This design comes from an exercise in tuning for small area, a short achievable clock period and few clock cycles per item on the open sky130 flow, not from production work. RTL that was checked went through simulation tests only; none was proved equivalent to the original.

==> run H <==
## integ4
module integ4 (
    input  wire         clk,
    input  wire         rst,         
    input  wire         in_valid,
    output wire         in_ready,
    input  wire         in_rst,      
    input  wire [127:0] in_x,        
    input  wire [127:0] in_gain,     
    input  wire [255:0] in_q0,       
    output reg          out_valid,
    output reg  [1:0]   out_cause,   
    output reg  [1:0]   out_elem,    
    output wire [255:0] out_q        
);
==> module integ_s1, before the edit <==
module integ_s1 (
    input  wire [31:0] k,         
    input  wire [31:0] x,         
    output wire [47:0] p,         
    output wire [6:0]  u,         
    output wire        neg,       
    output wire        ovf_a,     
    output wire        at65,      
    output wire        sticky,    
    output wire        bad_k,     
    output wire        bad_x      
);
    wire [7:0] ek = k[30:23];
    wire [7:0] ex = x[30:23];
    wire       nk = |ek;
    wire       nx = |ex;
    assign bad_k = &ek;
    assign bad_x = &ex;
    wire [23:0] mk = {nk, k[22:0]};
    wire [23:0] mx = {nx, x[22:0]};
    wire [47:0] ps, pc;
    integ_mul24 mul (.a(mk), .b(mx), .s(ps), .c(pc));
    assign p = ps + pc;
    wire [8:0]        e_sum = {1'b0, ek[7:1], ek[0] | ~nk} + {1'b0, ex[7:1], ex[0] | ~nx};
    wire signed [9:0] t     = $signed({1'b0, e_sum}) - 10'sd219;
    assign neg = k[31] ^ x[31];
    wire both_n = nk & nx;
    wire pow2   = ~|k[22:0] & ~|x[22:0];
    assign ovf_a = both_n & ((t > 10'sd66) | ((t == 10'sd66) & ~(neg & pow2)));
    assign at65  = both_n & (t == 10'sd65);
    wire [6:0] tc = t[9] ? 7'd0 : t[6:0];
    assign u = 7'd66 - tc;
    reg [4:0] tz_k, tz_x;
    integer i;
    always @(*) begin
        tz_k = 5'd0;
        tz_x = 5'd0;
        for (i = 23; i >= 0; i = i - 1) begin
            if (mk[i]) tz_k = i[4:0];
            if (mx[i]) tz_x = i[4:0];
        end
    end
    wire [6:0] tz_sum = {2'b00, tz_k} + {2'b00, tz_x} + tc;
    assign sticky = (|k[30:0]) & (|x[30:0]) & (tz_sum < 7'd48);
endmodule
==> module integ4, before the edit <==
module integ4 (
    input  wire         clk,
    input  wire         rst,         
    input  wire         in_valid,
    output wire         in_ready,
    input  wire         in_rst,      
    input  wire [127:0] in_x,        
    input  wire [127:0] in_gain,     
    input  wire [255:0] in_q0,       
    output reg          out_valid,
    output reg  [1:0]   out_cause,   
    output reg  [1:0]   out_elem,    
    output wire [255:0] out_q        
);
    reg [127:0] gain;                
    reg [255:0] q;                   
    assign out_q = q;
    reg         rdy, stall;
    reg [127:0] x1;
    reg [127:0] pgain;
    reg [255:0] pq0;
    reg         v1, v2, v3, r1, r2, r3;
    assign in_ready = rdy;
    wire fire = in_valid & rdy;
    always @(posedge clk) begin
        x1 <= in_x;
        if (rdy) begin
            pgain <= in_gain;
            pq0   <= in_q0;
        end
        r1 <= in_rst;
        r2 <= r1;
        r3 <= r2;
        if (rst) begin
            v1    <= 1'b0;
            v2    <= 1'b0;
            v3    <= 1'b0;
            stall <= 1'b0;
            rdy   <= 1'b1;
        end else begin
            v1    <= fire;
            v2    <= v1;
            v3    <= v2;
            stall <= fire & in_rst;
            rdy   <= ~(fire & in_rst) & ~stall;
        end
    end
    reg [191:0] p2;                  
    reg [27:0]  u2;                  
    reg [3:0]   neg2, ovf_a2, at65_2, bad_x2, sticky2, bad_k2;
    reg [255:0] b3;                  
    reg [3:0]   cin3, neg3, d_ovf3, bad_x3, bad_k3;
    wire [191:0] p1;
    wire [27:0]  u1;
    wire [3:0]   neg1, ovf_a1, at65_1, bad_x1, sticky1, bad_k1;
    wire [255:0] b2;
    wire [3:0]   cin2, d_ovf2;
    wire [255:0] q_next;
    wire [3:0]   ovf3;
    genvar c;
    generate
        for (c = 0; c < 4; c = c + 1) begin : ch
            integ_s1 s1 (
                .k      (r1 ? pgain[32*c +: 32] : gain[32*c +: 32]),
                .x      (x1[32*c +: 32]),
                .p      (p1[48*c +: 48]),
                .u      (u1[7*c +: 7]),
                .neg    (neg1[c]),
                .ovf_a  (ovf_a1[c]),
                .at65   (at65_1[c]),
                .sticky (sticky1[c]),
                .bad_k  (bad_k1[c]),
                .bad_x  (bad_x1[c])
            );
            integ_s2 s2 (
                .p      (p2[48*c +: 48]),
                .u      (u2[7*c +: 7]),
                .neg    (neg2[c]),
                .ovf_a  (ovf_a2[c]),
                .at65   (at65_2[c]),
                .sticky (sticky2[c]),
                .b      (b2[64*c +: 64]),
                .cin    (cin2[c]),
                .d_ovf  (d_ovf2[c])
            );
            integ_s3 s3 (
                .q      (r3 ? pq0[64*c +: 64] : q[64*c +: 64]),
                .b      (b3[64*c +: 64]),
                .cin    (cin3[c]),
                .neg    (neg3[c]),
                .d_ovf  (d_ovf3[c]),
                .q_next (q_next[64*c +: 64]),
                .ovf    (ovf3[c])
            );
        end
    endgenerate
    always @(posedge clk) begin
        p2      <= p1;
        u2      <= u1;
        neg2    <= neg1;
        ovf_a2  <= ovf_a1;
        at65_2  <= at65_1;
        sticky2 <= sticky1;
        bad_x2  <= bad_x1;
        bad_k2  <= bad_k1 & {4{r1}};
        b3      <= b2;
        cin3    <= cin2;
        neg3    <= neg2;
        d_ovf3  <= d_ovf2;
        bad_x3  <= bad_x2;
        bad_k3  <= bad_k2;
    end
    reg [1:0] cause, elem;
    integer i;
    always @(*) begin
        cause = 2'd0;
        elem  = 2'd0;
        if (bad_k3 != 4'd0) begin
            cause = 2'd3;
            for (i = 3; i >= 0; i = i - 1)
                if (bad_k3[i]) elem = i[1:0];
        end else begin
            for (i = 3; i >= 0; i = i - 1) begin
                if (bad_x3[i]) begin
                    cause = 2'd1;
                    elem  = i[1:0];
                end else if (ovf3[i]) begin
                    cause = 2'd2;
                    elem  = i[1:0];
                end
            end
        end
    end
    always @(posedge clk) begin
        out_cause <= cause;
        out_elem  <= elem;
        if (rst) begin
            out_valid <= 1'b0;
            gain      <= 128'd0;
            q         <= 256'd0;
        end else begin
            out_valid <= v3;
            if (v3 && cause == 2'd0) begin
                q <= q_next;
                if (r3) gain <= pgain;
            end
        end
    end
endmodule
clock: 22.0 ns
lec_check: 0
cap_margin: 20
core_margin: 2
core_utilization: 40
slew_margin: 20
synth_hierarchical: 1
run.sh (not shown) runs the stock make flow with config.mk's settings and CLKGATE_MAP_FILE= SYNTH_SCRIPT=/design/flow/synth_recipe.tcl, a recipe that flattens the netlist after the stock synthesis.
==> run Z (differences from run H) <==
--- a/flow/design.v
+++ b/flow/design.v
@@ -2,3 +2,5 @@
     input  wire [31:0] k,         
+    input  wire        k_h,       
     input  wire [31:0] x,         
+    input  wire        x_h,       
     output wire [47:0] p,         
@@ -14,4 +16,4 @@
     wire [7:0] ex = x[30:23];
-    wire       nk = |ek;
-    wire       nx = |ex;
+    wire       nk = k_h;
+    wire       nx = x_h;
     assign bad_k = &ek;
@@ -64,2 +66,11 @@
 endmodule
+module integ_commit (
+    input  wire       v,
+    input  wire [3:0] bad_k,      
+    input  wire [3:0] bad_x,
+    input  wire [3:0] ovf,
+    output wire       commit
+);
+    assign commit = v & ~|(bad_k | bad_x | ovf);
+endmodule
 module integ_s3 (
@@ -1718,32 +1729,57 @@
     reg [127:0] gain;                
+    reg [3:0]   gain_h;
     reg [255:0] q;                   
     assign out_q = q;
-    reg         rdy, stall;
-    reg [127:0] x1;
-    reg [127:0] pgain;
+    reg         rdy, rst_q;
+    reg [127:0] x1, k1;
+    reg [3:0]   x1_h, k1_h;
     reg [255:0] pq0;
-    reg         v1, v2, v3, r1, r2, r3;
+    reg         v1, v2, r1, r2;
     assign in_ready = rdy;
     wire fire = in_valid & rdy;
+    wire [3:0]   commit;             
+    reg  [127:0] gain_d;
+    reg  [3:0]   gain_h_d;
+    integer j;
+    always @(*) begin
+        for (j = 0; j < 4; j = j + 1) begin
+            if (rst_q) begin
+                gain_d[32*j +: 32] = 32'd0;
+                gain_h_d[j]        = 1'b0;
+            end else if (commit[j] && r2) begin
+                gain_d[32*j +: 32] = k1[32*j +: 32];
+                gain_h_d[j]        = k1_h[j];
+            end else begin
+                gain_d[32*j +: 32] = gain[32*j +: 32];
+                gain_h_d[j]        = gain_h[j];
+            end
+        end
+    end
+    reg [3:0] in_gain_h, in_x_h;
+    always @(*)
+        for (j = 0; j < 4; j = j + 1) begin
+            in_gain_h[j] = |in_gain[32*j+23 +: 8];
+            in_x_h[j]    = |in_x[32*j+23 +: 8];
+        end
     always @(posedge clk) begin
-        x1 <= in_x;
+        x1   <= in_x;
+        x1_h <= in_x_h;
         if (rdy) begin
-            pgain <= in_gain;
-            pq0   <= in_q0;
+            k1   <= in_rst ? in_gain : gain_d;
+            k1_h <= in_rst ? in_gain_h : gain_h_d;
+            pq0  <= in_q0;
         end
-        r1 <= in_rst;
-        r2 <= r1;
-        r3 <= r2;
+        r1     <= in_rst;
+        r2     <= r1;
+        rst_q  <= rst;
+        gain   <= gain_d;
+        gain_h <= gain_h_d;
         if (rst) begin
-            v1    <= 1'b0;
-            v2    <= 1'b0;
-            v3    <= 1'b0;
-            stall <= 1'b0;
-            rdy   <= 1'b1;
+            v1  <= 1'b0;
+            v2  <= 1'b0;
+            rdy <= 1'b1;
         end else begin
-            v1    <= fire;
-            v2    <= v1;
-            v3    <= v2;
-            stall <= fire & in_rst;
-            rdy   <= ~(fire & in_rst) & ~stall;
+            v1  <= fire;
+            v2  <= v1;
+            rdy <= ~(fire & in_rst);
         end
@@ -1753,4 +1789,2 @@
     reg [3:0]   neg2, ovf_a2, at65_2, bad_x2, sticky2, bad_k2;
-    reg [255:0] b3;                  
-    reg [3:0]   cin3, neg3, d_ovf3, bad_x3, bad_k3;
     wire [191:0] p1;
@@ -1761,3 +1795,3 @@
     wire [255:0] q_next;
-    wire [3:0]   ovf3;
+    wire [3:0]   ovf2;
     genvar c;
@@ -1766,4 +1800,6 @@
             integ_s1 s1 (
-                .k      (r1 ? pgain[32*c +: 32] : gain[32*c +: 32]),
+                .k      (k1[32*c +: 32]),
+                .k_h    (k1_h[c]),
                 .x      (x1[32*c +: 32]),
+                .x_h    (x1_h[c]),
                 .p      (p1[48*c +: 48]),
@@ -1789,9 +1825,16 @@
             integ_s3 s3 (
-                .q      (r3 ? pq0[64*c +: 64] : q[64*c +: 64]),
-                .b      (b3[64*c +: 64]),
-                .cin    (cin3[c]),
-                .neg    (neg3[c]),
-                .d_ovf  (d_ovf3[c]),
+                .q      (r2 ? pq0[64*c +: 64] : q[64*c +: 64]),
+                .b      (b2[64*c +: 64]),
+                .cin    (cin2[c]),
+                .neg    (neg2[c]),
+                .d_ovf  (d_ovf2[c]),
                 .q_next (q_next[64*c +: 64]),
-                .ovf    (ovf3[c])
+                .ovf    (ovf2[c])
+            );
+            integ_commit cm (
+                .v      (v2),
+                .bad_k  (bad_k2),
+                .bad_x  (bad_x2),
+                .ovf    (ovf2),
+                .commit (commit[c])
             );
@@ -1808,8 +1851,2 @@
         bad_k2  <= bad_k1 & {4{r1}};
-        b3      <= b2;
-        cin3    <= cin2;
-        neg3    <= neg2;
-        d_ovf3  <= d_ovf2;
-        bad_x3  <= bad_x2;
-        bad_k3  <= bad_k2;
     end
@@ -1820,12 +1857,12 @@
         elem  = 2'd0;
-        if (bad_k3 != 4'd0) begin
+        if (bad_k2 != 4'd0) begin
             cause = 2'd3;
             for (i = 3; i >= 0; i = i - 1)
-                if (bad_k3[i]) elem = i[1:0];
+                if (bad_k2[i]) elem = i[1:0];
         end else begin
             for (i = 3; i >= 0; i = i - 1) begin
-                if (bad_x3[i]) begin
+                if (bad_x2[i]) begin
                     cause = 2'd1;
                     elem  = i[1:0];
-                end else if (ovf3[i]) begin
+                end else if (ovf2[i]) begin
                     cause = 2'd2;
@@ -1839,13 +1876,8 @@
         out_elem  <= elem;
-        if (rst) begin
-            out_valid <= 1'b0;
-            gain      <= 128'd0;
-            q         <= 256'd0;
-        end else begin
-            out_valid <= v3;
-            if (v3 && cause == 2'd0) begin
-                q <= q_next;
-                if (r3) gain <= pgain;
-            end
-        end
+        out_valid <= v2 & ~rst;
+        for (j = 0; j < 4; j = j + 1)
+            if (rst_q)
+                q[64*j +: 64] <= 64'd0;
+            else if (commit[j])
+                q[64*j +: 64] <= q_next[64*j +: 64];
     end
==> flow/flow/run.sh (new file) <==
#!/bin/bash
# Own layout flow: the standard flow (standard.sh), with the synthesis run
# first exactly as standard.sh makes it, then the layout steps with
#  - port buffers of a real buffer cell (buf_4) instead of the flow's default,
#  - timing repair that aims for slack beyond the clock period's, so the
#    resizer works on the paths that set the achieved period.
# Each tool's output goes to a log of its own in this folder; ORFS's own step
# logs stay under orfs/logs.
set -euo pipefail
bash standard.sh synth > flow_synth.log 2>&1
export BUFFER_PORTS_ARGS="-buffer_cell sky130_fd_sc_hd__buf_4"
export SETUP_SLACK_MARGIN=16.5
bash standard.sh > flow_layout.log 2>&1
==> flow/standard.sh (new file) <==
#!/bin/bash
# synth_recipe.tcl (not shown) runs the flow's synth.tcl, then flattens the netlist and writes it again
# the make line also repeats each setting of config.mk as NAME=value (left out here)
make -C /OpenROAD-flow-scripts/flow DESIGN_CONFIG=/design/flow/config.mk WORK_HOME=/design/flow/orfs CLKGATE_MAP_FILE= SYNTH_SCRIPT=/design/flow/synth_recipe.tcl "${@:-finish}"
--- a/flow/config.mk
+++ b/flow/config.mk
@@ -9,4 +9,8 @@
 export CORE_MARGIN = 2
-export CORE_UTILIZATION = 40
+export CORE_UTILIZATION = 55
+export CTS_CLUSTER_DIAMETER = 60
+export CTS_CLUSTER_SIZE = 30
+export PLACE_DENSITY = 0.65
 export SLEW_MARGIN = 20
 export SYNTH_HIERARCHICAL = 1
+export TNS_END_PERCENT = 10
removed: flow/run.sh
==> notes.md <==
metric	run Z	run H
Fraction of met3 tracks used by global routing	0.0823	0.0524
Non-clock buffer contribution to total cell area	0.111	0.0627
Global placement routability congestion	1.03	1.01
Result of the run	no timing/DRC/antenna violations	no timing/DRC/antenna violations
Number of synthesized register bits	1163	1429
Xor and xnor fraction of the mapped netlist area	0.115	0.113
Clock-cell share of area	0.0253	0.0371
Number of synthesized flops with an enable pin	388	384
Number of DRC markers after the initial detailed-route iteration	15324	11690
Tap Cells	3402	4794
Launching instance or port of the critical path	u2[7]	r3
Gate count of the mapped netlist	14241	14390
Critical hold path startpoint	v1	r2
Routed length on met2	250 mm	241 mm
Worst path required time	22.66 ns	22.81 ns
Met2 Resource Use GR	0.613	0.442
Maximum single-stage delay on the critical path	0.62 ns	0.97 ns
Testbench counts of run Z, summed over its fixed seeds: cycles 24,413, items 24,000.
Function not checked in run H: the RTL went through the layout flow alone.

[re-timing with driven ports]
In the flow no input, the clock included, has a driving cell. The finished layouts below were timed again as built, in two steps. Step 1 assumes that a clkbuf_16 drives the clock port and a buf_2 every other input. Step 2 moves the port delays by t, midway between the first and last clock arrival at a register: inputs arrive t later, outputs are due t later. That takes back most of the time a late clock gives input paths. a / b / c = ideal / step 1 / step 2; a / b = the first two.
run | shift t [ns] | slack for setup (ns) | clock arrival spread, ns | slew at the worst register clock pin (ns) | pins driven straight from the clock port
run H | 1.012 | 12.295 / 12.295 / 12.295 | 0.097 / 0.096 | 0.07 / 0.07 | 1
run Z | 1.000 | 15.522 / 15.522 / 15.204 | 0.086 / 0.086 | 0.11 / 0.11 | 1
After both steps setup and hold are still met in every run listed. For run Z, which loses most, drivers alone change the setup slack by 0.000 ns; drivers and shift together by -0.318 ns.
